What follows belongs to an exercise in optimizing a design on an open flow for small area and a short achievable clock period; a production flow would make more cautious choices. RTL that was checked went through simulation tests only; none was proved equivalent to the original. No functional check of the RTL was part of runs 1 and 4. Power figures rest on the tool's default switching activity, not on a simulated workload.

==> flow/design.v <==
module dc_i2f_norm (
    input  wire [31:0] a,
    output reg  [31:0] f,
    output reg         rb,
    output reg         st
);
    reg        s;
    reg [31:0] lo;             
    reg [31:0] mag, n;
    reg [7:0]  z4;             
    reg [15:0] l4;             
    reg [3:0]  z8;
    reg [11:0] l8;
    reg [1:0]  z16;
    reg [7:0]  l16;
    reg [4:0]  lz;
    reg [7:0]  e;
    integer    i, k;
    always @* begin
        s = a[31];
        lo = a;
        for (k = 0; k < 5; k = k + 1)
            for (i = 0; i < 32; i = i + 1)
                if ((i >> k) & 1)
                    lo[i] = lo[i] | lo[((i >> k) << k) - 1];
        mag[0] = a[0];
        for (i = 1; i < 32; i = i + 1)
            mag[i] = a[i] ^ (s & lo[i-1]);
        for (k = 0; k < 8; k = k + 1) begin
            z4[k]       = mag[4*k +: 4] == 4'd0;
            l4[2*k+1]   = !mag[4*k+3] && !mag[4*k+2];
            l4[2*k]     = !mag[4*k+3] && (mag[4*k+2] || !mag[4*k+1]);
        end
        for (k = 0; k < 4; k = k + 1) begin
            z8[k]        = z4[2*k+1] && z4[2*k];
            l8[3*k +: 3] = z4[2*k+1] ? {1'b1, l4[4*k +: 2]} : {1'b0, l4[4*k+2 +: 2]};
        end
        for (k = 0; k < 2; k = k + 1) begin
            z16[k]       = z8[2*k+1] && z8[2*k];
            l16[4*k +: 4] = z8[2*k+1] ? {1'b1, l8[6*k +: 3]} : {1'b0, l8[6*k+3 +: 3]};
        end
        lz = z16[1] ? {1'b1, l16[3:0]} : {1'b0, l16[7:4]};
        n  = mag << lz;
        rb = 1'b0;
        st = 1'b0;
        for (k = 0; k < 8; k = k + 1)
            if (lz == k) begin
                rb = mag[7 - k];
                if (k < 7) st = lo[6 - k];
            end
        e = (z16[1] && z16[0]) ? 8'd0 : 8'd158 - {3'd0, lz};
        f = {s, e, n[30:8]};
    end
endmodule
module dc_i2f_round (
    input  wire [31:0] f,
    input  wire        rb,
    input  wire        st,
    output reg  [31:0] v
);
    reg        inc;
    reg [30:0] al;             
    integer    i, k;
    always @* begin
        inc = rb & (st | f[0]);
        al = f[30:0];
        for (k = 0; k < 5; k = k + 1)
            for (i = 0; i < 31; i = i + 1)
                if ((i >> k) & 1)
                    al[i] = al[i] & al[((i >> k) << k) - 1];
        v[31] = f[31];
        v[0]  = f[0] ^ inc;
        for (i = 1; i < 31; i = i + 1)
            v[i] = f[i] ^ (inc & al[i-1]);
    end
endmodule
module dc_encode (
    input  wire [31:0] w,
    input  wire [2:0]  fmt,
    input  wire        x,
    output reg  [31:0] data,
    output reg         sat,
    output reg         nan
);
    localparam [2:0] T_G4 = 3'd0, T_I8 = 3'd1, T_F8E4 = 3'd2, T_F8E5 = 3'd3,
                     T_BF16 = 3'd4, T_FP16 = 3'd5, T_I32 = 3'd6, T_FP32 = 3'd7;
    reg  [11:0] kept;
    reg  [11:0] al;
    reg         rb, st, s, ov1, ov2, e4m, is_nan, is_inf, inc;
    reg  [7:0]  eb, ef;
    reg  [11:0] r;
    reg  [1:0]  c;
    reg         over;
    reg  [7:0]  i8;
    reg  [15:0] fcode, maxc, infc;
    integer     i, k;
    always @* begin
        kept   = w[11:0];
        rb     = w[12];
        st     = w[13];
        s      = w[14];
        eb     = w[22:15];
        ov1    = w[23];
        ov2    = w[24];
        e4m    = w[25];
        is_nan = w[26];
        is_inf = w[27];
        inc = rb & (st | kept[0]);
        al  = kept;
        for (k = 0; k < 4; k = k + 1)
            for (i = 0; i < 12; i = i + 1)
                if ((i >> k) & 1)
                    al[i] = al[i] & al[((i >> k) << k) - 1];
        r[0] = kept[0] ^ inc;
        for (i = 1; i < 12; i = i + 1)
            r[i] = kept[i] ^ (inc & al[i-1]);
        case (fmt)
            T_F8E4:  c = r[4:3];
            T_F8E5:  c = r[3:2];
            T_BF16:  c = r[8:7];
            default: c = r[11:10];
        endcase
        ef   = eb + {6'd0, c};
        over = ov1 || (ov2 && c[1]) || (e4m && r[2:0] == 3'd7);
        case (fmt)
            T_F8E4:  begin fcode = {8'd0, s, ef[3:0], r[2:0]};  maxc = {8'd0, s, 7'h7E}; infc = 16'h007F; end
            T_F8E5:  begin fcode = {8'd0, s, ef[4:0], r[1:0]};  maxc = {8'd0, s, 7'h7B}; infc = {8'd0, s, 7'h7C}; end
            T_BF16:  begin fcode = {s, ef[7:0], r[6:0]};        maxc = {s, 15'h7F7F}; infc = {s, 15'h7F80}; end
            default: begin fcode = {s, ef[4:0], r[9:0]};        maxc = {s, 15'h7BFF}; infc = {s, 15'h7C00}; end
        endcase
        i8 = s ? (8'd0 - r[7:0]) : r[7:0];
        data = 32'd0;
        sat  = 1'b0;
        nan  = 1'b0;
        case (fmt)
            T_G4: begin
                data = {28'd0, w[3:0]};       
                sat  = w[4];
                nan  = w[5];
            end
            T_I8: begin
                if (is_nan) nan = 1'b1;
                else if (ov1 || r[8] || (r[7] && (!s || r[6:0] != 7'd0))) begin
                    data = s ? 32'h80 : 32'h7F;
                    sat  = 1'b1;
                end else
                    data = {24'd0, i8};
            end
            T_I32: data = w;
            T_FP32: begin
                data = w;
                nan  = x;
            end
            default: begin
                if (is_nan) begin
                    nan = 1'b1;
                    case (fmt)
                        T_F8E4:  data = 32'h7F;
                        T_F8E5:  data = 32'h7E;
                        T_BF16:  data = 32'h7FC0;
                        default: data = 32'h7E00;
                    endcase
                end else if (is_inf || over) begin
                    sat  = x || !is_inf;
                    data = {16'd0, x ? maxc : infc};
                end else
                    data = {16'd0, fcode};
            end
        endcase
    end
endmodule
module dc_align (
    input  wire [31:0] v,
    input  wire        vrb,
    input  wire        vst,
    input  wire [2:0]  fmt,
    output reg  [31:0] w
);
    localparam [2:0] T_I8 = 3'd1, T_F8E4 = 3'd2, T_F8E5 = 3'd3, T_BF16 = 3'd4;
    reg         s, hid, is_nan, is_inf;
    reg  [7:0]  ex, ex1, eb;
    reg  [23:0] al;            
    reg  [24:0] sig, t, pre;
    reg         inc;
    reg  [3:0]  sh;
    reg         sub, ov1, ov2, e4m;
    integer     i, k;
    always @* begin
        s      = v[31];
        ex     = v[30:23];
        hid    = ex != 8'd0;
        inc = vrb & (vst | v[0]);
        al  = {hid, v[22:0]};
        for (k = 0; k < 5; k = k + 1)
            for (i = 0; i < 24; i = i + 1)
                if ((i >> k) & 1)
                    al[i] = al[i] & al[((i >> k) << k) - 1];
        sig[0] = v[0] ^ inc;
        for (i = 1; i < 23; i = i + 1)
            sig[i] = v[i] ^ (inc & al[i-1]);
        sig[23] = hid ^ (inc & al[22]);
        sig[24] = inc & al[23];
        ex1    = {ex[7:1], ex[0] | !hid};
        is_nan = (ex == 8'hFF) && (v[22:0] != 23'd0);
        is_inf = (ex == 8'hFF) && (v[22:0] == 23'd0);
        case (fmt)
            T_I8:    sh = (ex1 >= 8'd134) ? 4'd3 : (ex1 <= 8'd125) ? 4'd12 : 4'd9 - ex1[3:0];    
            T_F8E4:  sh = (ex1 >= 8'd121) ? 4'd7 : (ex1 <= 8'd116) ? 4'd12 : 4'd0 - ex1[3:0];    
            T_F8E5:  sh = (ex1 >= 8'd113) ? 4'd8 : (ex1 <= 8'd109) ? 4'd12 : 4'd9 - ex1[3:0];    
            T_BF16:  sh = 4'd3;
            default: sh = (ex1 >= 8'd113) ? 4'd0 : (ex1 <= 8'd101) ? 4'd12 : 4'd1 - ex1[3:0];    
        endcase
        t = sig >> sh;
        pre = sig;
        for (k = 0; k < 5; k = k + 1)
            for (i = 0; i < 25; i = i + 1)
                if ((i >> k) & 1)
                    pre[i] = pre[i] | pre[((i >> k) << k) - 1];
        case (fmt)
            T_F8E4:  begin sub = ex1 < 8'd121; eb = ex1 + 8'd7;  end
            T_BF16:  begin sub = 1'b0;         eb = ex1 - 8'd1;  end
            default: begin sub = ex1 < 8'd113; eb = ex1 + 8'd15; end
        endcase
        if (sub) eb = 8'd0;
        e4m = 1'b0;
        case (fmt)
            T_I8:    begin ov1 = ex1 >= 8'd135; ov2 = 1'b0; end
            T_F8E4:  begin ov1 = ex1 >= 8'd136; ov2 = ex1 >= 8'd135; e4m = ex1 == 8'd135; end
            T_BF16:  begin ov1 = 1'b0;          ov2 = ex1 == 8'd254; end
            default: begin ov1 = ex1 >= 8'd143; ov2 = ex1 >= 8'd142; end
        endcase
        w = {4'd0, is_inf, is_nan, e4m, ov2, ov1, eb, s, pre[5'd11 + {1'b0, sh}], t[12], t[24:13]};
    end
endmodule
module dc_g4_find (
    input  wire [31:0]  acc,
    input  wire         acc_int,
    input  wire         mask,
    input  wire [127:0] cb,
    output reg  [31:0]  w,
    output reg          sat,
    output reg          nan
);
    function ge9;
        input [8:0] a, b;
        reg   [8:0] x, z, g, p;
        reg   [4:0] g1, p1;
        reg   [2:0] g2, p2;
        begin
            x = {~a[8], a[7:0]};
            z = {b[8], ~b[7:0]};
            g = x & z;
            p = x | z;
            g1[0] = g[0] | p[0];                    
            g1[1] = g[2] | (p[2] & g[1]);  p1[1] = p[2] & p[1];
            g1[2] = g[4] | (p[4] & g[3]);  p1[2] = p[4] & p[3];
            g1[3] = g[6] | (p[6] & g[5]);  p1[3] = p[6] & p[5];
            g1[4] = g[8] | (p[8] & g[7]);  p1[4] = p[8] & p[7];
            g2[0] = g1[1] | (p1[1] & g1[0]);
            g2[1] = g1[3] | (p1[3] & g1[2]);  p2[1] = p1[3] & p1[2];
            g2[2] = g1[4];                    p2[2] = p1[4];
            ge9 = g2[2] | (p2[2] & (g2[1] | (p2[1] & g2[0])));
        end
    endfunction
    reg               s;
    reg  [7:0]        ex;
    reg  [23:0]       sig;
    reg  [23:0]       pre;     
    reg               sel;
    reg  [24:0]       sg;      
    reg  [10:0]       yf;      
    reg  [10:0]       y;       
    reg               sv;      
    reg  [8:0]        yq;      
    reg               big;
    reg               kill;
    reg  [15:0]       d;       
    reg  [14:0]       h;       
    reg  [7:0]        elo, ehi;
    reg               hi_eq;
    reg  [3:0]        j;
    integer           i, c, k;
    always @* begin
        s   = acc[31];
        ex  = acc[30:23];
        sig = {ex != 8'd0, acc[22:0]};
        nan = !acc_int && (ex == 8'hFF) && (acc[22:0] != 23'd0) && !mask;
        kill = mask || nan;
        big = (ex >= 8'd135);
        pre = sig;
        for (k = 0; k < 5; k = k + 1)
            for (i = 0; i < 24; i = i + 1)
                if ((i >> k) & 1)
                    pre[i] = pre[i] | pre[((i >> k) << k) - 1];
        sg[0] = sig[0];
        for (i = 1; i < 24; i = i + 1)
            sg[i] = sig[i] ^ (s & pre[i-1]);
        sg[24] = s & pre[23];
        yf = {{10{sg[24]}}, pre[23]};
        for (c = 123; c <= 134; c = c + 1) begin
            sel = (ex == c);
            for (i = 0; i < 10; i = i + 1)
                yf[i+1] = (yf[i+1] & !sel) | (sel & sg[(i + 149 - c < 24) ? i + 149 - c : 24]);
            yf[0] = (yf[0] & !sel) | (sel & pre[(148 - c > 23) ? 23 : 148 - c]);
        end
        if (big) yf = {s, {10{!s}}};
        if (acc_int) begin
            sv = acc[31];
            if (acc[31:8] == {24{acc[31]}}) y = {acc[8:0], 2'b00};
            else                            y = {acc[31], {10{~acc[31]}}};
        end else begin
            sv = s;
            y  = yf;
        end
        if (kill) begin
            y  = 11'd0;
            sv = 1'b0;
        end
        yq = y[10:2];
        for (c = 0; c < 16; c = c + 1)
            d[c] = ge9(yq, {cb[8*c+7], cb[8*c +: 8]});
        for (c = 0; c < 15; c = c + 1)
            h[c] = d[c] & !d[c+1];
        elo = 8'd0;
        ehi = 8'd0;
        for (c = 0; c < 15; c = c + 1) begin
            elo = elo | ({8{h[c]}} & cb[8*c +: 8]);
            ehi = ehi | ({8{h[c]}} & cb[8*c+8 +: 8]);
        end
        j[3] = d[8];
        j[2] = (d[4] & !d[8]) | d[12];
        j[1] = (d[2] & !d[4]) | (d[6] & !d[8]) | (d[10] & !d[12]) | d[14];
        j[0] = (d[1] & !d[2]) | (d[3] & !d[4]) | (d[5] & !d[6]) | (d[7] & !d[8]) |
               (d[9] & !d[10]) | (d[11] & !d[12]) | (d[13] & !d[14]) | d[15];
        hi_eq = (yq == {cb[127], cb[127:120]}) && (y[1:0] == 2'b00);
        sat = !kill && (!d[0] || (d[15] && !hi_eq));
        w   = {sv, j, ehi, elo, y};
    end
endmodule
module dc_g4_pick (
    input  wire [31:0] w,
    output reg  [3:0]  code
);
    function cout11;
        input [10:0] x, z;
        input        cin;
        reg   [10:0] g, p;
        reg   [5:0]  gg;
        begin
            g = x & z;
            p = x | z;
            gg[0] = g[0] | (p[0] & cin);
            gg[1] = g[2] | (p[2] & g[1]);
            gg[2] = g[4] | (p[4] & g[3]);
            gg[3] = g[6] | (p[6] & g[5]);
            gg[4] = g[8] | (p[8] & g[7]);
            gg[5] = g[10] | (p[10] & g[9]);
            cout11 = gg[5] | (p[10] & p[9] & (gg[4] | (p[8] & p[7] & (gg[3] | (p[6] & p[5] &
                     (gg[2] | (p[4] & p[3] & (gg[1] | (p[2] & p[1] & gg[0])))))))));
        end
    endfunction
    reg  [11:0] a0, b0, c0, sm, cr;
    reg  [10:0] y;
    reg  [7:0]  elo, ehi;
    reg  [3:0]  j;
    reg         sv, up;
    always @* begin
        y   = w[10:0];
        elo = w[18:11];
        ehi = w[26:19];
        j   = w[30:27];
        sv  = w[31];
        a0 = {y[10], y};
        b0 = {{3{~elo[7]}}, ~elo, 1'b1};
        c0 = {{3{~ehi[7]}}, ~ehi, 1'b1};
        sm = a0 ^ b0 ^ c0;
        cr = {(a0[10:0] & b0[10:0]) | (a0[10:0] & c0[10:0]) | (b0[10:0] & c0[10:0]), 1'b1};
        up = !(sm[11] ^ cr[11] ^ cout11(sm[10:0], cr[10:0], sv));
        code = (up && j != 4'd15) ? j + 4'd1 : j;
    end
endmodule
module drain_convert (
    input  wire         clk,
    input  wire         rst,
    input  wire         in_valid,
    input  wire [31:0]  in_acc,
    input  wire         in_acc_int,
    input  wire [3:0]   in_ofmt,
    input  wire         in_sat,
    input  wire         in_mask,
    input  wire [127:0] in_cb,
    output reg          out_valid,
    output reg  [31:0]  out_data,
    output reg          out_sat,
    output reg          out_nan
);
    localparam [2:0] T_G4 = 3'd0, T_I32 = 3'd6, T_FP32 = 3'd7;
    reg         r_valid;
    reg [31:0]  r_acc;
    reg         r_acc_int;
    reg [2:0]   r_ofmt;
    reg         r_sat;
    reg         r_mask;
    reg [127:0] r_cb;
    always @(posedge clk) begin
        if (rst) r_valid <= 1'b0;
        else     r_valid <= in_valid;
        r_acc     <= in_acc;
        r_acc_int <= in_acc_int;
        r_ofmt    <= in_ofmt[2:0];
        r_sat     <= in_sat;
        r_mask    <= in_mask;
        r_cb      <= in_cb;
    end
    wire [31:0] nrm_w, g4_w;
    wire        nrm_rb, nrm_st;
    wire        g4_sat, g4_nan;
    dc_i2f_norm u_nrm (.a(r_acc), .f(nrm_w), .rb(nrm_rb), .st(nrm_st));
    dc_g4_find  u_g4f (.acc(r_acc), .acc_int(r_acc_int), .mask(r_mask), .cb(r_cb),
                       .w(g4_w), .sat(g4_sat), .nan(g4_nan));
    reg [31:0] c1_w;
    reg [2:0]  c1_fmt;
    reg        c1_x, c1_i, c1_rb, c1_st;
    always @* begin
        c1_fmt = r_ofmt;
        c1_x   = r_sat;
        c1_i   = 1'b0;
        c1_rb  = 1'b0;
        c1_st  = 1'b0;
        if (r_ofmt == T_G4) begin
            c1_w = g4_w;
            c1_x = g4_sat;
            c1_i = g4_nan;
        end else if (r_mask) begin
            c1_w   = 32'd0;              
            c1_fmt = T_I32;
        end else if (r_acc_int && r_ofmt != T_I32) begin
            c1_w  = nrm_w;
            c1_rb = nrm_rb;
            c1_st = nrm_st;
        end else
            c1_w = r_acc;
    end
    reg         p_valid;
    reg [31:0]  p_w;
    reg [2:0]   p_fmt;
    reg         p_x;       
    reg         p_i;       
    reg         p_rb, p_st;
    always @(posedge clk) begin
        if (rst) p_valid <= 1'b0;
        else     p_valid <= r_valid;
        p_w   <= c1_w;
        p_fmt <= c1_fmt;
        p_x   <= c1_x;
        p_i   <= c1_i;
        p_rb  <= c1_rb;
        p_st  <= c1_st;
    end
    wire [31:0] v, aln_w;
    wire [3:0]  g4_code;
    wire        v_nan = (p_w[30:23] == 8'hFF) && (p_w[22:0] != 23'd0);
    dc_i2f_round u_rnd (.f(p_w), .rb(p_rb), .st(p_st), .v(v));
    dc_g4_pick   u_g4p (.w(p_w), .code(g4_code));
    dc_align     u_aln (.v(p_w), .vrb(p_rb), .vst(p_st), .fmt(p_fmt), .w(aln_w));
    reg [31:0] c2_w;
    reg        c2_x;
    always @* begin
        c2_x = p_x;
        c2_w = v;
        if (p_fmt == T_FP32) begin
            c2_x = v_nan;
            if (v_nan) c2_w = 32'h7FC0_0000;
        end
        if (p_fmt != T_FP32 && p_fmt != T_I32)
            c2_w = aln_w;
        if (p_fmt == T_G4)
            c2_w[5:0] = {p_i, p_x, g4_code};
    end
    reg         m_valid;
    reg [31:0]  m_w;
    reg [2:0]   m_fmt;
    reg         m_x;
    always @(posedge clk) begin
        if (rst) m_valid <= 1'b0;
        else     m_valid <= p_valid;
        m_w   <= c2_w;
        m_fmt <= p_fmt;
        m_x   <= c2_x;
    end
    wire [31:0] c_data;
    wire        c_osat, c_onan;
    dc_encode u_enc (.w(m_w), .fmt(m_fmt), .x(m_x),
                     .data(c_data), .sat(c_osat), .nan(c_onan));
    always @(posedge clk) begin
        if (rst) out_valid <= 1'b0;
        else     out_valid <= m_valid;
        out_data <= c_data;
        out_sat  <= c_osat;
        out_nan  <= c_onan;
    end
endmodule
==> flow/flow/run.sh <==
#!/bin/bash
# The standard layout, with each port buffered by the smallest buffer cell
# instead of the default choice.
set -euo pipefail
export BUFFER_PORTS_ARGS="-buffer_cell sky130_fd_sc_hd__buf_1"
bash standard.sh finish > standard_flow.log 2>&1
==> flow/standard.sh <==
#!/bin/bash
# synth_recipe.tcl (not shown) runs the flow's synth.tcl, then flattens the netlist and writes it again
# the make line also repeats each setting of config.mk as NAME=value (left out here)
make -C /OpenROAD-flow-scripts/flow DESIGN_CONFIG=/design/flow/config.mk WORK_HOME=/design/flow/orfs CLKGATE_MAP_FILE= SYNTH_SCRIPT=/design/flow/synth_recipe.tcl "${@:-finish}"
==> flow/config.mk <==
export PLATFORM = sky130hd
export DESIGN_NAME = drain_convert
export DESIGN_NICKNAME = drain_convert
export VERILOG_FILES = /design/flow/design.v
export SDC_FILE = /design/flow/constraint.sdc
export NUM_CORES = 4
export LEC_CHECK = 0
export ABC_AREA = 1
export CAP_MARGIN = 40
export CORE_MARGIN = 2
export CORE_UTILIZATION = 55
export PLACE_DENSITY = 0.7
export SLEW_MARGIN = 40
==> flow/constraint.sdc <==
create_clock -name core_clock -period 20.0 [get_ports {clk}]
set_input_delay 4.0000 -clock core_clock [delete_from_list [all_inputs] [get_ports {clk}]]
set_output_delay 4.0000 -clock core_clock [all_outputs]
set_load 0.01 [all_outputs]
==> results of run 1 <==
metal layers:
metal  share of wire, %  global-route usage, %  wire, um
met5                  0                      0         0
met3                 11                  5.927      8169
met1                 39                  50.94     29650
met4                6.1                  21.18      4693
met2                 44                  62.74     33980
through the flow:
stage / worst slack [ns] / total power, mW / hold slack (ns) / std cells / util, %
after floorplan: 15.67 / 1.105 / 0.3758 / 3159 / -
after global placement: 14.53 / 1.285 / 0.3908 / 3720 / 57.88
after detailed placement: 14.40 / 1.295 / 0.4002 / 3720 / 57.88
after CTS: 14.32 / 1.822 / 0.4131 / 3773 / 60.53
after global routing: 13.79 / 1.931 / 0.4358 / 3773 / 60.53
final: 14.08 / 1.841 / 0.4099 / 3774 / 60.54
logic make-up after synthesis:
| group | count (synthesis) |
|---|---|
| fa+ha+maj | 50 |
| buf+inv | 492 |
| xor+xnor | 52 |
| simple gates | 1756 |
| compound gates | 528 |
| flops | 279 |
| mux | 2 |
sequential cells by signal (all words and copies together), names as in the netlist:
name / flops
m_fmt: 3
m_valid: 1
m_w: 32
m_x: 1
out_data: 32
out_nan: 1
out_sat: 1
out_valid: 1
p_fmt: 3
p_i: 1
p_rb: 1
p_st: 1
p_valid: 1
p_w: 32
p_x: 1
r_acc: 32
r_acc_int: 1
r_cb: 128
r_mask: 1
r_ofmt: 3
r_sat: 1
r_valid: 1
power breakdown:
| group | switching (mW) | internal (mW) |
|---|---|---|
| logic | 0.450 | 0.191 |
| clock network | 0.239 | 0.291 |
| registers | 0.0610 | 0.609 |
| total | 0.750 | 1.09 |
worst min-delay path by stage:
stage               slack [ns]      from            to  depth (start not counted)
floorplan                 0.38  p_fmt[0]      m_fmt[0]                          0
global placement          0.39   p_valid       m_valid                          2
detailed placement        0.40   r_valid       p_valid                          2
CTS                       0.41   m_w[28]  out_data[28]                          2
global route              0.44   r_valid       p_valid                          2
finish                    0.41   m_w[28]  out_data[28]                          2
critical path: cells and delay by family, from the launching register on:
kind | cells | cell delay [ns]
buffers and inverters | 2 | 0.21
adder cells (fa/ha/maj) | 1 | 0.20
AO/OA/AOI/OAI | 6 | 1.32
AND/OR/NAND/NOR | 27 | 3.48
flip-flops | 1 | 0.61
cell type report:
type / count / area share (%)
Antenna cell: 1 / 0.01168
Clock inverter: 21 / 0.8349
Clock buffer: 32 / 3.532
Multi-Input combinational cell: 2388 / 56.29
Tap cell: 461 / 2.692
Inverter: 380 / 6.703
Timing Repair Buffer: 212 / 3.871
Sequential cell: 279 / 26.06
cell usage in the layout, fill, tap and decap left out, types with 31 or more instances in the layout:
cell,n
sky130_fd_sc_hd__o21ai_1,56
sky130_fd_sc_hd__nand2_1,809
sky130_fd_sc_hd__nand3_1,431
sky130_fd_sc_hd__o211ai_1,38
sky130_fd_sc_hd__dfxtp_1,279
sky130_fd_sc_hd__o22ai_1,49
sky130_fd_sc_hd__o21ai_0,190
sky130_fd_sc_hd__xor2_1,44
sky130_fd_sc_hd__inv_1,350
sky130_fd_sc_hd__buf_1,203
sky130_fd_sc_hd__nor2_1,338
sky130_fd_sc_hd__nand4_1,46
sky130_fd_sc_hd__ha_1,39
sky130_fd_sc_hd__nand2_2,31
sky130_fd_sc_hd__a21oi_1,109
==> summary.md, run 1 <==
## Detailed routing
* count of TritonRoute iterations in the first routing pass: 9
* Detailed Route Iter0 Violations: 2829
* post-route DRC violation count: 0
* detail-routed net length per standard cell: 20.27 um
* number of vias after detailed routing: 22790
* DRT antenna net count: 0
* vias per cell: 6.039
* final routed wirelength across all metal layers: 76.49 mm

## Synthesis
* Post-synth EDFFs: 0
* post-synthesis async set-or-reset flop share: 0%
* compound-cell area share of the yosys netlist: 16.04%
* xor/xnor cell area share of the yosys netlist: 2.386%
* share of synthesized area occupied by flip-flops and latches: 28.33%
* total of warnings raised by yosys: 7
* Post-Syn Area per Cell: 6.241 um2
* net count after synthesis: 3379
* most area-hungry cell type in the Yosys netlist: sky130_fd_sc_hd__dfxtp_1
* count of state elements after synthesis: 279
* post-synthesis cell count: 3159
* area fraction in and, or, nand and nor cells after synthesis: 38.95%
* share of cell area taken by muxes after synthesis: 0.1015%
* top-count cell post-synth: sky130_fd_sc_hd__nand2_1
* adder-cell share of the synthesized area: 3.592%
* leading post-synthesis cells by cell area: sky130_fd_sc_hd__dfxtp_1, sky130_fd_sc_hd__nand2_1, sky130_fd_sc_hd__nand3_1, sky130_fd_sc_hd__inv_1, sky130_fd_sc_hd__nor2_1
* predominant post-synthesis flop cell: sky130_fd_sc_hd__dfxtp_1
* netlist area before placement: 0.01972 mm2
* synth unique cells: 70
* list of most frequent post-synthesis cells: sky130_fd_sc_hd__nand2_1, sky130_fd_sc_hd__nand3_1, sky130_fd_sc_hd__inv_1, sky130_fd_sc_hd__nor2_1, sky130_fd_sc_hd__dfxtp_1
* area share of the leading cell type in the synthesized netlist: 28.33%
* largest family of logic cells by synthesized area: simple AND/OR/NAND/NOR gates

## Setup path
* slowest CP cell: sky130_fd_sc_hd__nand2_2
* Crit path top cell by count: sky130_fd_sc_hd__nand2_1
* slack of the worst reg-to-reg path: 14.08 ns
* Worst Reg2Reg Path Length in Cells: 36
* element type at the critical path start: register
* Worst Path Max Fanout: 30
* max incr delay on CP: 0.64 ns
* reg-to-reg critical path startpoint: r_acc[0]
* Worst Setup EP: p_w[19]
* Data arrival, critical path: 6.42 ns
* first element of the critical path: r_acc[0]
* worst endpoint required time: 20.50 ns
* critical path class: reg -> reg
* kind of end point of the critical path: register
* end of the worst register-to-register path: p_w[19]

## Placement
* RD Place Congestion: 1.047
* Post-Place Cell Area: 0.02049 mm2
* Port Buf Inserts: 203
* post-detailed-placement half-perimeter wirelength: 59.41 mm

## CTS
* total number of H-tree levels: 1
* Post-CTS Repair Setup Buffers: 0
* quantity of gates resized following cts: 0
* clock tree from TritonCTS: built
* clock latency at the later pin of the worst-skew pair: 0.58 ns
* total of hold buffers inserted after clock tree synthesis: 0
* root buffer cell: sky130_fd_sc_hd__clkbuf_16
* Num Clock Sinks: 279
* Longest Clk Path Bufs: 3
* clock edge transition at the registers on the reported setup and hold paths: 0.06 ns
* Num CTS Buffers: 29

## STA
* worst slew pin tran: 0.8887 ns
* Max Clk Rate: 168.9 MHz
* Slew Limit Headroom: 40.69%
* number of max-slew violations in the final report: 0
* largest clock skew in the final design: 0.02519 ns
* Final Hold Viols: 0
* number of setup violations in the final report: 0
* clock period minus final worst setup slack: 5.919 ns
* final sum of negative setup slack: 0 ns
* setup repair after global routing missed its margin: false
* part of the cycle the worst path needs: 29.60%

## Final layout
* area used by multi-input combinational logic: 0.01206 mm2
* Layout Cell Area excl Fill: 0.02143 mm2
* layout cell share with drive strength beyond 1: 5.193%
* Filler Cell Count: 3536
* final net count: 3510
* area taken by flip-flops and latches: 0.005585 mm2
* synth-to-layout area growth: 8.688%

## Status
* outcome: no timing/DRC/antenna violations

## Floorplanning
* row count: 69
* initial core utilization: 55.70%
* Ports: 205
* overall die area: 0.03738 mm2
* vertical extent of the die: 193.3 um
* core box area: 0.03540 mm2
* Die W: 193.3 um

## Global route
* largest net degree at the start of global routing: 52
* total global-route track usage: 39.20%
* wire length of the first global-routing pass: 116.6 mm
* number of antenna violations at the first check in global routing: 1
* via count of the first global-routing pass: 21140
* grt total ovfl: 0

## Flow run
* max cap viols: 0

## Min path
* type of the most critical hold path: reg -> reg

## Power and ir drop
* leakage power total: 10.19 nW
* pwr/cell area: 85.90 mW/mm2
* worst vdd rail ir drop: 0.08670 mV

==> run 2: changes to the inputs <==
--- a/flow/design.v
+++ b/flow/design.v
@@ -334,6 +334,10 @@
                (d[9] & !d[10]) | (d[11] & !d[12]) | (d[13] & !d[14]) | d[15];
         hi_eq = (yq == {cb[127], cb[127:120]}) && (y[1:0] == 2'b00);
-        sat = !kill && (!d[0] || (d[15] && !hi_eq));
-        w   = {sv, j, ehi, elo, y};
+        sat = 1'b0;
+        if (!d[0] || d[15]) begin
+            sat = !kill && (!d[0] || !hi_eq);
+            w   = {1'b0, j, 8'd1, 8'd1, 11'd0};
+        end else
+            w   = {sv, j, ehi, elo, y};
     end
 endmodule
@@ -377,5 +381,5 @@
         cr = {(a0[10:0] & b0[10:0]) | (a0[10:0] & c0[10:0]) | (b0[10:0] & c0[10:0]), 1'b1};
         up = !(sm[11] ^ cr[11] ^ cout11(sm[10:0], cr[10:0], sv));
-        code = (up && j != 4'd15) ? j + 4'd1 : j;
+        code = up ? j + 4'd1 : j;
     end
 endmodule
--- a/flow/config.mk
+++ b/flow/config.mk
@@ -7,7 +7,7 @@
 export LEC_CHECK = 0
 export ABC_AREA = 1
-export CAP_MARGIN = 40
+export CAP_MARGIN = 20
 export CORE_MARGIN = 2
-export CORE_UTILIZATION = 55
-export PLACE_DENSITY = 0.7
-export SLEW_MARGIN = 40
+export CORE_UTILIZATION = 40
+export PLACE_DENSITY = 0.6
+export SLEW_MARGIN = 20
==> run 2 against run 1 <==
Against the previous run: global-route usage shrank 8.5 points; first-iteration DRC count decreased by 21%; flip-flop and latch count stayed put; routed wire length increased by 2.4%; clock skew fell by 0.0051 ns; core utilization decreased by 15 points; largest cell class unchanged; combinational power is essentially flat; sequential share of layout area is 0.25 points lower; critical path type unchanged; die area up 35%.
==> summary.md, run 2 <==
## STA
* Fin Hold WS: 0.4075 ns
* setup repair after global routing missed its margin: false
* number of max-slew violations in the final report: 0
* worst slew pin tran: 1.058 ns
* final sum of negative setup slack: 0 ns
* part of the cycle the worst path needs: 34.12%
* Final Hold Viols: 0
* largest clock skew in the final design: 0.02006 ns
* Max Clk Rate: 146.5 MHz
* Slew Limit Headroom: 29.44%
* setup slack after layout: 13.18 ns
* number of setup violations in the final report: 0
* clock period minus final worst setup slack: 6.825 ns

## Power and ir drop
* worst vdd rail ir drop: 0.07154 mV
* sum of internal, switching and leakage power: 1.925 mW
* pwr/cell area: 88.97 mW/mm2
* leakage power total: 10.29 nW

## Floorplanning
* core box area: 0.04785 mm2
* initial core utilization: 40.60%
* Ports: 205
* vertical extent of the die: 224.4 um
* Die W: 224.4 um
* row count: 80
* overall die area: 0.05034 mm2

## Synthesis
* most area-hungry cell type in the Yosys netlist: sky130_fd_sc_hd__dfxtp_1
* netlist area before placement: 0.01942 mm2
* share of synthesized area occupied by flip-flops and latches: 28.76%
* Post-synth EDFFs: 0
* post-synthesis cell count: 3141
* count of state elements after synthesis: 279
* leading post-synthesis cells by cell area: sky130_fd_sc_hd__dfxtp_1, sky130_fd_sc_hd__nand2_1, sky130_fd_sc_hd__nand3_1, sky130_fd_sc_hd__inv_1, sky130_fd_sc_hd__nor2_1
* total of warnings raised by yosys: 7
* list of most frequent post-synthesis cells: sky130_fd_sc_hd__nand2_1, sky130_fd_sc_hd__inv_1, sky130_fd_sc_hd__nand3_1, sky130_fd_sc_hd__nor2_1, sky130_fd_sc_hd__dfxtp_1
* area share of the leading cell type in the synthesized netlist: 28.76%
* net count after synthesis: 3358
* top-count cell post-synth: sky130_fd_sc_hd__nand2_1
* predominant post-synthesis flop cell: sky130_fd_sc_hd__dfxtp_1
* post-synthesis async set-or-reset flop share: 0%
* Post-Syn Area per Cell: 6.184 um2
* synth unique cells: 71

## Global route
* grt total ovfl: 0
* routing usage on met2: 49.62%
* number of antenna violations at the first check in global routing: 2
* via count of the first global-routing pass: 20200
* wire length of the first global-routing pass: 119.5 mm
* routing usage on met1: 42.04%
* met3 layer usage reported by global route: 3.997%
* grt peak-use layer: met2
* total global-route track usage: 30.69%
* largest net degree at the start of global routing: 46

## Final layout
* most frequent cells in the layout: sky130_fd_sc_hd__nand2_1, sky130_fd_sc_hd__inv_1, sky130_fd_sc_hd__nand3_1
* most common library cell in the layout ignoring fill and taps: sky130_fd_sc_hd__nand2_1
* area used by multi-input combinational logic: 0.01179 mm2
* Largest Register: r_cb
* Layout Utilization: 45.21%
* antenna fix cells: 0
* final net count: 3514
* number of flip-flops under the largest register name: 128
* Filler Cell Count: 5206
* synth-to-layout area growth: 11.38%
* area taken by flip-flops and latches: 0.005585 mm2
* layout cell share with drive strength beyond 1: 5.211%

## CTS
* clock tree from TritonCTS: built
* clock edge transition at the registers on the reported setup and hold paths: 0.06 ns
* clock latency at the later pin of the worst-skew pair: 0.57 ns
* Num CTS Buffers: 34
* total of hold buffers inserted after clock tree synthesis: 0
* total number of H-tree levels: 2
* quantity of gates resized following cts: 0
* Longest Clk Path Bufs: 3
* Num Clock Sinks: 279
* Post-CTS Repair Setup Buffers: 0
* root buffer cell: sky130_fd_sc_hd__clkbuf_16

## Setup path
* reg-to-reg critical path startpoint: r_acc[31]
* kind of end point of the critical path: register
* Worst Path Max Fanout: 34
* first element of the critical path: r_acc[31]
* worst endpoint required time: 20.47 ns
* max incr delay on CP: 0.83 ns
* slowest CP cell: sky130_fd_sc_hd__o41ai_1
* end of the worst register-to-register path: p_w[31]
* Worst Setup EP: p_w[31]
* critical path class: reg -> reg
* Data arrival, critical path: 7.29 ns
* Worst Reg2Reg Path Length in Cells: 27
* element type at the critical path start: register
* slack of the worst reg-to-reg path: 13.18 ns

## Detailed routing
* Detailed Route Iter0 Violations: 2232
* detail-routed net length per standard cell: 19.90 um
* final routed wirelength across all metal layers: 78.32 mm
* count of TritonRoute iterations in the first routing pass: 6
* number of vias after detailed routing: 21630
* vias per cell: 5.496
* DRT antenna net count: 0
* post-route DRC violation count: 0

## Min path
* type of the most critical hold path: reg -> reg

## Placement
* Post-Place Setup Slack: 13.29 ns
* post-detailed-placement half-perimeter wirelength: 62.01 mm
* Port Buf Inserts: 203
* RD Place Congestion: 0.9582

## Status
* outcome: no timing/DRC/antenna violations

## Flow run
* max cap viols: 0

run 2: per-stage QoR:
stage | std cells | area [um2]
final | 3935 | 21630
after global routing | 3935 | 21630
after CTS | 3934 | 21620
after detailed placement | 3875 | 20500
after global placement | 3875 | 20500
after floorplan | 3141 | 19420
run 2: kinds of logic (layout without fill, tap and decap cells):
logic type | count (synthesis) | in the layout | share of synthesized area, %
DFF | 279 | 279 | 28.76
buffers and inverters | 497 | 676 | 10.60
muxes | 1 | 1 | 0.05154
and+or+nand+nor | 1703 | 1703 | 37.27
xor gates and xnor gates | 59 | 59 | 2.738
AOI/OAI and AO/OA | 554 | 554 | 17.08
adders and majority gates | 48 | 48 | 3.504
run 2: critical path: cells and delay by family, from the launching register on:
kind	cells	cell delay, ns
AOI/OAI and AO/OA	10	2.18
adders and majority gates	1	0.20
buffers and inverters	6	1.49
DFF	1	0.30
and+or+nand+nor	10	2.53
run 2: routing by layer:
layer | up-vias | wire [um]
li1 | 10540 | -
met2 | 887 | 35290
met5 | - | 0
met3 | 138 | 5567
met1 | 10060 | 34960
met4 | 0 | 2504
run 2: worst min path at each step:
stage / from / endpoint / depth (start not counted)
floorplan: p_fmt[0] / m_fmt[0] / 0
global placement: p_valid / m_valid / 2
detailed placement: p_fmt[0] / m_fmt[0] / 0
CTS: p_fmt[0] / m_fmt[0] / 0
global route: p_fmt[0] / m_fmt[0] / 0
finish: p_fmt[0] / m_fmt[0] / 0
run 2: area by class of cell:
cell class	count	area share, %
Tap cell	615	3.557
Clock inverter	20	1.001
Sequential cell	279	25.82
Multi-Input combinational cell	2365	54.50
Clock buffer	39	4.158
Timing Repair Buffer	215	3.973
Inverter	402	6.992
run 2: report_power, final:
part / switching (mW) / internal (mW)
Combinational: 0.446 / 0.193
Sequential: 0.0555 / 0.610
Clock: 0.255 / 0.365
Total: 0.757 / 1.17
==> run 3: changes to the inputs <==
--- a/flow/design.v
+++ b/flow/design.v
@@ -239,5 +239,6 @@
     input  wire [127:0] cb,
     output reg  [31:0]  w,
-    output reg          sat,
+    output reg          below,
+    output reg          hi_sat,
     output reg          nan
 );
@@ -268,8 +269,7 @@
     reg  [23:0]       pre;     
     reg               sel;
-    reg  [24:0]       sg;      
-    reg  [10:0]       yf;      
-    reg  [10:0]       y;       
-    reg               sv;      
+    reg  [9:0]        u;       
+    reg  [10:0]       yy;      
+    reg               neg;
     reg  [8:0]        yq;      
     reg               big;
@@ -293,34 +293,38 @@
                 if ((i >> k) & 1)
                     pre[i] = pre[i] | pre[((i >> k) << k) - 1];
-        sg[0] = sig[0];
-        for (i = 1; i < 24; i = i + 1)
-            sg[i] = sig[i] ^ (s & pre[i-1]);
-        sg[24] = s & pre[23];
-        yf = {{10{sg[24]}}, pre[23]};
+        u = {9'd0, pre[23]};
         for (c = 123; c <= 134; c = c + 1) begin
             sel = (ex == c);
-            for (i = 0; i < 10; i = i + 1)
-                yf[i+1] = (yf[i+1] & !sel) | (sel & sg[(i + 149 - c < 24) ? i + 149 - c : 24]);
-            yf[0] = (yf[0] & !sel) | (sel & pre[(148 - c > 23) ? 23 : 148 - c]);
+            for (i = 0; i < 9; i = i + 1)
+                if (i + 149 - c < 24)
+                    u[i+1] = u[i+1] | (sel & sig[i + 149 - c]);
+            u[0] = (u[0] & !sel) | (sel & pre[(148 - c > 23) ? 23 : 148 - c]);
         end
-        if (big) yf = {s, {10{!s}}};
+        if (big) u = 10'h3FF;
         if (acc_int) begin
-            sv = acc[31];
-            if (acc[31:8] == {24{acc[31]}}) y = {acc[8:0], 2'b00};
-            else                            y = {acc[31], {10{~acc[31]}}};
+            neg = 1'b0;
+            if (acc[31:8] == {24{acc[31]}}) begin
+                yy = {acc[8:0], 2'b00};
+                yq = acc[8:0];
+            end else begin
+                yy = {acc[31], {10{~acc[31]}}};
+                yq = {acc[31], {8{~acc[31]}}};
+            end
         end else begin
-            sv = s;
-            y  = yf;
+            neg = s;
+            yy  = {1'b0, u};
+            yq  = {s, u[9:2] ^ {8{s}}};
         end
         if (kill) begin
-            y  = 11'd0;
-            sv = 1'b0;
+            neg = 1'b0;
+            yy  = 11'd0;
+            yq  = 9'd0;
         end
-        yq = y[10:2];
         for (c = 0; c < 16; c = c + 1)
             d[c] = ge9(yq, {cb[8*c+7], cb[8*c +: 8]});
         for (c = 0; c < 15; c = c + 1)
             h[c] = d[c] & !d[c+1];
-        elo = 8'd0;
+        below = !d[0];
+        elo = {8{below}} & cb[7:0];
         ehi = 8'd0;
         for (c = 0; c < 15; c = c + 1) begin
@@ -333,16 +337,15 @@
         j[0] = (d[1] & !d[2]) | (d[3] & !d[4]) | (d[5] & !d[6]) | (d[7] & !d[8]) |
                (d[9] & !d[10]) | (d[11] & !d[12]) | (d[13] & !d[14]) | d[15];
-        hi_eq = (yq == {cb[127], cb[127:120]}) && (y[1:0] == 2'b00);
-        sat = 1'b0;
-        if (!d[0] || d[15]) begin
-            sat = !kill && (!d[0] || !hi_eq);
-            w   = {1'b0, j, 8'd1, 8'd1, 11'd0};
-        end else
-            w   = {sv, j, ehi, elo, y};
+        hi_eq  = (yq == {cb[127], cb[127:120]}) && (yy[1:0] == 2'b00);
+        hi_sat = !kill && d[15] && !hi_eq;
+        w = {neg, j, ehi, elo, yy};
     end
 endmodule
 module dc_g4_pick (
     input  wire [31:0] w,
-    output reg  [3:0]  code
+    input  wire        below,
+    input  wire        hi_sat,
+    output reg  [3:0]  code,
+    output reg         sat
 );
     function cout11;
@@ -365,14 +368,24 @@
     endfunction
     reg  [11:0] a0, b0, c0, sm, cr;
-    reg  [10:0] y;
+    reg  [10:0] yy, y, lo;
     reg  [7:0]  elo, ehi;
     reg  [3:0]  j;
-    reg         sv, up;
+    reg         neg, sv, up, lo_end;
+    integer     i, k;
     always @* begin
-        y   = w[10:0];
+        yy  = w[10:0];
         elo = w[18:11];
         ehi = w[26:19];
         j   = w[30:27];
-        sv  = w[31];
+        neg = w[31];
+        sv  = neg | yy[10];
+        lo = yy;
+        for (k = 0; k < 4; k = k + 1)
+            for (i = 0; i < 11; i = i + 1)
+                if ((i >> k) & 1)
+                    lo[i] = lo[i] | lo[((i >> k) << k) - 1];
+        y[0] = yy[0];
+        for (i = 1; i < 11; i = i + 1)
+            y[i] = yy[i] ^ (neg & lo[i-1]);
         a0 = {y[10], y};
         b0 = {{3{~elo[7]}}, ~elo, 1'b1};
@@ -381,5 +394,12 @@
         cr = {(a0[10:0] & b0[10:0]) | (a0[10:0] & c0[10:0]) | (b0[10:0] & c0[10:0]), 1'b1};
         up = !(sm[11] ^ cr[11] ^ cout11(sm[10:0], cr[10:0], sv));
-        code = up ? j + 4'd1 : j;
+        lo_end = $signed(y) < $signed({elo[7], elo, 2'b00});
+        if (below) begin
+            code = 4'd0;
+            sat  = lo_end;
+        end else begin
+            code = (up && j != 4'd15) ? j + 4'd1 : j;
+            sat  = hi_sat;
+        end
     end
 endmodule
@@ -419,8 +439,8 @@
     wire [31:0] nrm_w, g4_w;
     wire        nrm_rb, nrm_st;
-    wire        g4_sat, g4_nan;
+    wire        g4_below, g4_hsat, g4_nan;
     dc_i2f_norm u_nrm (.a(r_acc), .f(nrm_w), .rb(nrm_rb), .st(nrm_st));
     dc_g4_find  u_g4f (.acc(r_acc), .acc_int(r_acc_int), .mask(r_mask), .cb(r_cb),
-                       .w(g4_w), .sat(g4_sat), .nan(g4_nan));
+                       .w(g4_w), .below(g4_below), .hi_sat(g4_hsat), .nan(g4_nan));
     reg [31:0] c1_w;
     reg [2:0]  c1_fmt;
@@ -433,7 +453,8 @@
         c1_st  = 1'b0;
         if (r_ofmt == T_G4) begin
-            c1_w = g4_w;
-            c1_x = g4_sat;
-            c1_i = g4_nan;
+            c1_w  = g4_w;
+            c1_x  = g4_hsat;
+            c1_i  = g4_nan;
+            c1_rb = g4_below;
         end else if (r_mask) begin
             c1_w   = 32'd0;              
@@ -451,5 +472,6 @@
     reg         p_x;       
     reg         p_i;       
-    reg         p_rb, p_st;
+    reg         p_rb;      
+    reg         p_st;
     always @(posedge clk) begin
         if (rst) p_valid <= 1'b0;
@@ -464,7 +486,8 @@
     wire [31:0] v, aln_w;
     wire [3:0]  g4_code;
+    wire        g4_sat;
     wire        v_nan = (p_w[30:23] == 8'hFF) && (p_w[22:0] != 23'd0);
     dc_i2f_round u_rnd (.f(p_w), .rb(p_rb), .st(p_st), .v(v));
-    dc_g4_pick   u_g4p (.w(p_w), .code(g4_code));
+    dc_g4_pick   u_g4p (.w(p_w), .below(p_rb), .hi_sat(p_x), .code(g4_code), .sat(g4_sat));
     dc_align     u_aln (.v(p_w), .vrb(p_rb), .vst(p_st), .fmt(p_fmt), .w(aln_w));
     reg [31:0] c2_w;
@@ -480,5 +503,5 @@
             c2_w = aln_w;
         if (p_fmt == T_G4)
-            c2_w[5:0] = {p_i, p_x, g4_code};
+            c2_w[5:0] = {p_i, g4_sat, g4_code};
     end
     reg         m_valid;
--- a/flow/config.mk
+++ b/flow/config.mk
@@ -7,7 +7,7 @@
 export LEC_CHECK = 0
 export ABC_AREA = 1
-export CAP_MARGIN = 20
+export CAP_MARGIN = 75
 export CORE_MARGIN = 2
-export CORE_UTILIZATION = 40
-export PLACE_DENSITY = 0.6
-export SLEW_MARGIN = 20
+export CORE_UTILIZATION = 55
+export PLACE_DENSITY = 0.7
+export SLEW_MARGIN = 75
==> run 3 against run 2 <==
Against the previous run: critical path depth is 26 lower; synthesized cell count is 11% higher; fmax is 35% higher; worst setup slack better by 1.8 ns; critical endpoint is now out_data[29]; non-clock buffer count is 18 higher; core utilization is 18 points higher; clock power is 12% lower; via count is 17% higher; first-iteration DRC count is 32% higher; still clean on timing, DRC and antenna; sequential power is 1% higher; combinational power is 7.4% higher.
==> summary.md, run 3 <==
## Final layout
* layout cell share with drive strength beyond 1: 8.379%
* Layout Utilization: 62.72%
* synth-to-layout area growth: 11.96%
* most common library cell in the layout ignoring fill and taps: sky130_fd_sc_hd__nand2_1
* most frequent cells in the layout: sky130_fd_sc_hd__nand2_1, sky130_fd_sc_hd__nand3_1, sky130_fd_sc_hd__nor2_1
* antenna fix cells: 0
* final net count: 3856
* number of flip-flops under the largest register name: 128
* Largest Register: r_cb

## Setup path
* number of buffers and inverters on the critical path: 1
* max incr delay on CP: 0.33 ns
* slowest CP cell: sky130_fd_sc_hd__dfxtp_1
* category of cells accounting for the largest share of critical-path delay: flip-flops
* critical path class: reg -> out
* first element of the critical path: out_data[29]
* Data arrival, critical path: 1.07 ns
* kind of end point of the critical path: output port
* reg-to-reg critical path startpoint: r_acc[8]
* Worst Path Max Fanout: 1
* slack of the worst reg-to-reg path: 14.95 ns
* end of the worst register-to-register path: p_rb
* element type at the critical path start: register
* critical path, cell by cell: buf_1
* Worst Reg2Reg Path Length in Cells: 32
* worst endpoint required time: 16.00 ns

## STA
* Max Clk Rate: 197.3 MHz
* number of setup violations in the final report: 0
* Fin Hold WS: 0.4102 ns
* part of the cycle the worst path needs: 25.34%
* Final Hold Viols: 0
* setup repair after global routing missed its margin: false
* Slew Limit Headroom: 71.85%
* final sum of negative setup slack: 0 ns
* clock period minus final worst setup slack: 5.069 ns
* number of max-slew violations in the final report: 0
* worst slew pin tran: 0.4207 ns
* largest clock skew in the final design: 0.01240 ns

## CTS
* total number of H-tree levels: 1
* root buffer cell: sky130_fd_sc_hd__clkbuf_16
* Post-CTS Repair Setup Buffers: 0
* quantity of gates resized following cts: 0
* clock latency at the later pin of the worst-skew pair: 0.58 ns
* clock tree from TritonCTS: built
* Num CTS Buffers: 29
* clock edge transition at the registers on the reported setup and hold paths: 0.07 ns
* total of hold buffers inserted after clock tree synthesis: 0
* Num Clock Sinks: 279
* Longest Clk Path Bufs: 3

## Floorplanning
* initial core utilization: 56.02%
* overall die area: 0.03903 mm2
* core box area: 0.03679 mm2
* Die W: 197.6 um
* vertical extent of the die: 197.6 um
* row count: 70
* Ports: 205

## Synthesis
* most area-hungry cell type in the Yosys netlist: sky130_fd_sc_hd__dfxtp_1
* share of synthesized area occupied by flip-flops and latches: 27.10%
* synth unique cells: 62
* Post-synth EDFFs: 0
* netlist area before placement: 0.02061 mm2
* area share of the leading cell type in the synthesized netlist: 27.10%
* top-count cell post-synth: sky130_fd_sc_hd__nand2_1
* post-synthesis cell count: 3476
* count of state elements after synthesis: 279
* leading post-synthesis cells by cell area: sky130_fd_sc_hd__dfxtp_1, sky130_fd_sc_hd__nand2_1, sky130_fd_sc_hd__nand3_1, sky130_fd_sc_hd__nor2_1, sky130_fd_sc_hd__inv_1
* post-synthesis async set-or-reset flop share: 0%
* net count after synthesis: 3701
* Post-Syn Area per Cell: 5.929 um2
* list of most frequent post-synthesis cells: sky130_fd_sc_hd__nand2_1, sky130_fd_sc_hd__nand3_1, sky130_fd_sc_hd__nor2_1, sky130_fd_sc_hd__inv_1, sky130_fd_sc_hd__dfxtp_1
* predominant post-synthesis flop cell: sky130_fd_sc_hd__dfxtp_1
* total of warnings raised by yosys: 7

## Detailed routing
* detail-routed net length per standard cell: 20.21 um
* count of TritonRoute iterations in the first routing pass: 6
* post-route DRC violation count: 0
* vias per cell: 6.121
* Detailed Route Iter0 Violations: 2939
* DRT antenna net count: 0
* final routed wirelength across all metal layers: 83.28 mm
* number of vias after detailed routing: 25220

## Global route
* largest net degree at the start of global routing: 64
* total global-route track usage: 41.87%
* via count of the first global-routing pass: 23190
* wire length of the first global-routing pass: 127.3 mm
* grt total ovfl: 0
* number of antenna violations at the first check in global routing: 0

## Status
* outcome: no timing/DRC/antenna violations

## Min path
* count of cells along the worst hold path: 2
* Hold Startpoint: p_valid
* type of the most critical hold path: reg -> reg
* Worst Hold End: m_valid

## Placement
* post-detailed-placement half-perimeter wirelength: 64.16 mm
* Port Buf Inserts: 203
* RD Place Congestion: 1.050

## Power and ir drop
* pwr/cell area: 82.69 mW/mm2
* worst vdd rail ir drop: 0.08865 mV
* leakage power total: 11.34 nW

## Flow run
* max cap viols: 0

-- run 3: metrics by stage --
step	setup WS, ns	instances	total power, mW	cell area, um2
after CTS	14.91	4119	1.881	22920
final	14.93	4120	1.908	23070
after global routing	14.66	4120	2.001	23070
after floorplan	15.67	3476	1.116	20610
after detailed placement	15.22	4067	1.335	21960
after global placement	14.19	4052	1.304	21470
-- run 3: power breakdown --
group	leakage (nW)	switching, mW	internal [mW]
Combinational	8.53	0.475	0.210
Clock	0.464	0.240	0.308
Sequential	2.34	0.0642	0.610
-- run 3: worst min-delay path: cells and delay by family, from the launching register on --
| family | cells | cell delay (ns) |
|---|---|---|
| buffers and inverters | 1 | 0.04 |
| flip-flops | 1 | 0.30 |
| AND/OR/NAND/NOR | 1 | 0.03 |
-- run 3: final cells by class --
| cell class | instances | area (um2) |
|---|---|---|
| fillers | 3509 | 13710 |
| multi-input cells | 2744 | 13590 |
| flip-flops and latches | 279 | 5619 |
| inverters | 344 | 1311 |
| repair buffers | 233 | 1011 |
| clock buffers | 36 | 783.3 |
| well taps | 468 | 585.6 |
| clock inverters | 16 | 175.2 |
-- run 3: worst max-delay path by stage --
stage	to	slack (ns)	cells after the start
finish	out_data[29]	14.93	1
global route	p_rb	14.66	33
CTS	out_data[29]	14.91	1
detailed placement	p_w[21]	15.22	30
global placement	p_w[21]	14.19	26
floorplan	out_data[0]	15.67	0
-- run 3: cell families after synthesis --
| family | Yosys count | synth area share (%) |
|---|---|---|
| AOI/OAI and AO/OA | 390 | 10.92 |
| and+or+nand+nor | 2256 | 47.16 |
| DFF | 279 | 27.10 |
| buffers and inverters | 453 | 9.210 |
| adders and majority gates | 55 | 3.740 |
| xor gates and xnor gates | 43 | 1.864 |
-- run 3: metal layers --
layer,vias to the layer above,wire length (um),GRT usage (%)
li1,11600,-,-
met4,0,5749,23.36
met5,-,0,0
met3,397,9565,8.468
met1,11450,30860,51.82
met2,1772,37110,68.13
==> run 4: changes to the inputs <==
--- a/flow/design.v
+++ b/flow/design.v
@@ -57,20 +57,24 @@
     input  wire        rb,
     input  wire        st,
+    output reg  [24:0] sig,
     output reg  [31:0] v
 );
-    reg        inc;
-    reg [30:0] al;             
+    reg        inc, hid;
+    reg [23:0] al;             
     integer    i, k;
     always @* begin
+        hid = f[30:23] != 8'd0;
         inc = rb & (st | f[0]);
-        al = f[30:0];
+        al  = {hid, f[22:0]};
         for (k = 0; k < 5; k = k + 1)
-            for (i = 0; i < 31; i = i + 1)
+            for (i = 0; i < 24; i = i + 1)
                 if ((i >> k) & 1)
                     al[i] = al[i] & al[((i >> k) << k) - 1];
-        v[31] = f[31];
-        v[0]  = f[0] ^ inc;
-        for (i = 1; i < 31; i = i + 1)
-            v[i] = f[i] ^ (inc & al[i-1]);
+        sig[0] = f[0] ^ inc;
+        for (i = 1; i < 23; i = i + 1)
+            sig[i] = f[i] ^ (inc & al[i-1]);
+        sig[23] = hid ^ (inc & al[22]);
+        sig[24] = inc & al[23];
+        v = {f[31], f[30:23] + {7'd0, sig[24]}, sig[22:0]};
     end
 endmodule
@@ -172,6 +176,5 @@
 module dc_align (
     input  wire [31:0] v,
-    input  wire        vrb,
-    input  wire        vst,
+    input  wire [24:0] vsig,
     input  wire [2:0]  fmt,
     output reg  [31:0] w
@@ -180,7 +183,5 @@
     reg         s, hid, is_nan, is_inf;
     reg  [7:0]  ex, ex1, eb;
-    reg  [23:0] al;            
     reg  [24:0] sig, t, pre;
-    reg         inc;
     reg  [3:0]  sh;
     reg         sub, ov1, ov2, e4m;
@@ -190,15 +191,5 @@
         ex     = v[30:23];
         hid    = ex != 8'd0;
-        inc = vrb & (vst | v[0]);
-        al  = {hid, v[22:0]};
-        for (k = 0; k < 5; k = k + 1)
-            for (i = 0; i < 24; i = i + 1)
-                if ((i >> k) & 1)
-                    al[i] = al[i] & al[((i >> k) << k) - 1];
-        sig[0] = v[0] ^ inc;
-        for (i = 1; i < 23; i = i + 1)
-            sig[i] = v[i] ^ (inc & al[i-1]);
-        sig[23] = hid ^ (inc & al[22]);
-        sig[24] = inc & al[23];
+        sig    = vsig;
         ex1    = {ex[7:1], ex[0] | !hid};
         is_nan = (ex == 8'hFF) && (v[22:0] != 23'd0);
@@ -488,7 +479,8 @@
     wire        g4_sat;
     wire        v_nan = (p_w[30:23] == 8'hFF) && (p_w[22:0] != 23'd0);
-    dc_i2f_round u_rnd (.f(p_w), .rb(p_rb), .st(p_st), .v(v));
+    wire [24:0] vsig;
+    dc_i2f_round u_rnd (.f(p_w), .rb(p_rb), .st(p_st), .sig(vsig), .v(v));
     dc_g4_pick   u_g4p (.w(p_w), .below(p_rb), .hi_sat(p_x), .code(g4_code), .sat(g4_sat));
-    dc_align     u_aln (.v(p_w), .vrb(p_rb), .vst(p_st), .fmt(p_fmt), .w(aln_w));
+    dc_align     u_aln (.v(p_w), .vsig(vsig), .fmt(p_fmt), .w(aln_w));
     reg [31:0] c2_w;
     reg        c2_x;
--- a/flow/config.mk
+++ b/flow/config.mk
@@ -7,7 +7,7 @@
 export LEC_CHECK = 0
 export ABC_AREA = 1
-export CAP_MARGIN = 75
+export CAP_MARGIN = 60
 export CORE_MARGIN = 2
 export CORE_UTILIZATION = 55
 export PLACE_DENSITY = 0.7
-export SLEW_MARGIN = 75
+export SLEW_MARGIN = 60
==> run 4 against run 3 <==
Against the previous run: still clean on timing, DRC and antenna; final area shrank 1.2%; clock power rose by 13%; synthesized area is 1.4% higher; fmax down 2.3%.
==> summary.md, run 4 <==
## Status
* outcome: no timing/DRC/antenna violations

## Floorplanning
* Die W: 198.9 um
* vertical extent of the die: 198.9 um
* Ports: 205
* initial core utilization: 55.60%
* core box area: 0.03758 mm2
* row count: 71
* overall die area: 0.03956 mm2

## Power and ir drop
* leakage power total: 11.22 nW
* worst vdd rail ir drop: 0.07583 mV
* pwr/cell area: 85.36 mW/mm2

## CTS
* total number of H-tree levels: 1
* quantity of gates resized following cts: 0
* clock edge transition at the registers on the reported setup and hold paths: 0.07 ns
* Num CTS Buffers: 31
* clock latency at the later pin of the worst-skew pair: 0.61 ns
* root buffer cell: sky130_fd_sc_hd__clkbuf_16
* Post-CTS Repair Setup Buffers: 0
* clock tree from TritonCTS: built
* Num Clock Sinks: 279
* total of hold buffers inserted after clock tree synthesis: 0
* Longest Clk Path Bufs: 3

## Setup path
* category of cells accounting for the largest share of critical-path delay: simple AND/OR/NAND/NOR gates
* Worst Path Max Fanout: 36
* slowest CP cell: sky130_fd_sc_hd__xor2_1
* critical path class: reg -> reg
* kind of end point of the critical path: register
* number of buffers and inverters on the critical path: 3
* worst endpoint required time: 20.54 ns
* element type at the critical path start: register
* Data arrival, critical path: 5.73 ns
* Crit path top cell by count: sky130_fd_sc_hd__nand2_1
* max incr delay on CP: 0.41 ns

## Detailed routing
* routed wl met2: 33.71 mm
* DRT antenna net count: 0
* vias per cell: 5.970
* DR WL met3: 8.874 mm
* final routed wirelength across all metal layers: 79.05 mm
* post-route DRC violation count: 0
* routed metal-1 wirelength: 31.90 mm
* number of vias after detailed routing: 24310
* detail-routed net length per standard cell: 19.42 um
* Top Layer Used: met4
* Detailed Route Iter0 Violations: 3328
* count of TritonRoute iterations in the first routing pass: 9

## Synthesis
* netlist area before placement: 0.02089 mm2
* post-synthesis cell count: 3409
* compound-cell area share of the yosys netlist: 9.587%
* net count after synthesis: 3636
* Post-Syn Area per Cell: 6.129 um2
* share of synthesized area occupied by flip-flops and latches: 26.73%
* area share of the leading cell type in the synthesized netlist: 26.73%
* synth unique cells: 63
* most area-hungry cell type in the Yosys netlist: sky130_fd_sc_hd__dfxtp_1
* predominant post-synthesis flop cell: sky130_fd_sc_hd__dfxtp_1
* area fraction in and, or, nand and nor cells after synthesis: 47.73%
* Post-synth EDFFs: 0
* top-count cell post-synth: sky130_fd_sc_hd__nand2_1
* list of most frequent post-synthesis cells: sky130_fd_sc_hd__nand2_1, sky130_fd_sc_hd__nand3_1, sky130_fd_sc_hd__inv_1, sky130_fd_sc_hd__nor2_1, sky130_fd_sc_hd__dfxtp_1
* xor/xnor cell area share of the yosys netlist: 2.174%
* post-synthesis async set-or-reset flop share: 0%
* adder-cell share of the synthesized area: 3.809%
* leading post-synthesis cells by cell area: sky130_fd_sc_hd__dfxtp_1, sky130_fd_sc_hd__nand2_1, sky130_fd_sc_hd__nand3_1, sky130_fd_sc_hd__inv_1, sky130_fd_sc_hd__nor2_1
* total of warnings raised by yosys: 7
* count of state elements after synthesis: 279
* largest family of logic cells by synthesized area: simple AND/OR/NAND/NOR gates
* share of cell area taken by muxes after synthesis: 0%

## STA
* Fin Hold WS: 0.4139 ns
* number of max-slew violations in the final report: 0
* Final Hold Viols: 0
* part of the cycle the worst path needs: 25.94%
* final sum of negative setup slack: 0 ns
* worst slew pin tran: 0.5974 ns
* Slew Limit Headroom: 60.03%
* number of setup violations in the final report: 0
* largest clock skew in the final design: 0.02100 ns
* Max Clk Rate: 192.7 MHz
* clock period minus final worst setup slack: 5.188 ns
* setup slack after layout: 14.81 ns
* setup repair after global routing missed its margin: false

## Final layout
* Layout Utilization: 60.66%
* number of flip-flops under the largest register name: 128
* final net count: 3762
* synth-to-layout area growth: 9.090%
* Largest Register: r_cb
* layout cell share with drive strength beyond 1: 6.882%
* area used by multi-input combinational logic: 0.01328 mm2
* Filler Cell Count: 3705
* area taken by flip-flops and latches: 0.005589 mm2
* antenna fix cells: 0
* most common library cell in the layout ignoring fill and taps: sky130_fd_sc_hd__nand2_1
* most frequent cells in the layout: sky130_fd_sc_hd__nand2_1, sky130_fd_sc_hd__nand3_1, sky130_fd_sc_hd__inv_1

## Global route
* total global-route track usage: 39.27%
* wire length of the first global-routing pass: 120.6 mm
* largest net degree at the start of global routing: 60
* grt total ovfl: 0
* number of antenna violations at the first check in global routing: 0
* via count of the first global-routing pass: 22040

## Placement
* Post-Place Setup Slack: 15.06 ns
* RD Place Congestion: 1.079
* post-detailed-placement half-perimeter wirelength: 61.61 mm
* Port Buf Inserts: 203

## Flow run
* max cap viols: 0

## Min path
* type of the most critical hold path: reg -> reg

## run 4: cell types whose count changed in the layout (fill, tap and decap cells not counted), sizes merged, moves of 5 or more
cell / change
nand4: +15
nor2: -66
a21boi: -5
o21ai: -31
buf: -17
nand2: -123
nand3: +116
xor2: +7
inv: +9
## run 4: worst reg2reg max path: cells and delay by family, from the launching register on
family | cells | cell delay [ns]
and+or+nand+nor | 23 | 3.37
buffers and inverters | 3 | 0.78
xor gates and xnor gates | 1 | 0.41
DFF | 1 | 0.31
adders and majority gates | 1 | 0.25
## run 4: through the flow
step	instance area, um2	instances	total power, mW
2_1_floorplan	20890	3409	1.123
3_3_place_gp	21630	4013	1.297
3_5_place_dp	21680	4013	1.312
4_1_cts	22790	4071	1.928
5_1_grt	22790	4071	2.042
6_report	22790	4071	1.946
## run 4: report_power, final
group / switching (mW) / internal, mW
registers: 0.0640 / 0.610
clock network: 0.260 / 0.359
logic: 0.451 / 0.202
## run 4: cell type report
class | instances | share of cell area [%]
Clock buffer | 39 | 3.711
Tap cell | 511 | 2.805
Sequential cell | 279 | 24.52
Clock inverter | 19 | 1.164
Inverter | 349 | 5.775
Multi-Input combinational cell | 2659 | 58.27
Timing Repair Buffer | 215 | 3.755
## run 4: final timing paths
check	end	cells after the start	slack, ns	startpoint
max reg2reg	p_rb	28	14.81	r_acc[3]
max	p_rb	28	14.81	r_acc[3]
min	out_data[31]	2	0.41	m_w[31]
min reg2reg	out_data[31]	2	0.41	m_w[31]
## run 4: logic make-up after synthesis
kind of cell | count (synthesis)
buf+inv | 471
xor+xnor | 51
flops | 279
compound gates | 347
fa+ha+maj | 57
simple gates | 2204
## run 4: per-layer routing
metal	GRT usage, %	up-vias
met5	0	-
met1	52.52	10990
li1	-	11450
met4	19.73	0
met2	60.81	1573
met3	6.918	297

-- afterwards: timing with drivers on the ports --
How much do the figures lean on ideal ports? The routed layouts below were timed once more, with nothing changed but the port constraints.
Step 1 assumes that a clkbuf_16 drives the clock port and a buf_2 every other input.
Step 2 also shifts input and output timing later by t, the mid clock arrival at the registers, as if the neighbouring blocks saw the same clock.
a / b / c = ideal / step 1 / step 2; a / b = the first two.
| run | t (ns) | setup WS [ns] | latest minus earliest clock arrival (ns) | worst data-port slew with drivers (ns) |
|---|---|---|---|---|
| run 1 | 0.627 | 14.081 / 14.081 / 14.081 | 0.026 / 0.026 | 0.07 |
| run 2 | 0.615 | 13.175 / 13.175 / 13.175 | 0.023 / 0.023 | 0.05 |
| run 3 | 0.635 | 14.931 / 14.873 / 14.951 | 0.015 / 0.015 | 0.05 |
| run 4 | 0.661 | 14.812 / 14.812 / 14.812 | 0.021 / 0.021 | 0.08 |
After both steps setup and hold are still met in every run listed.
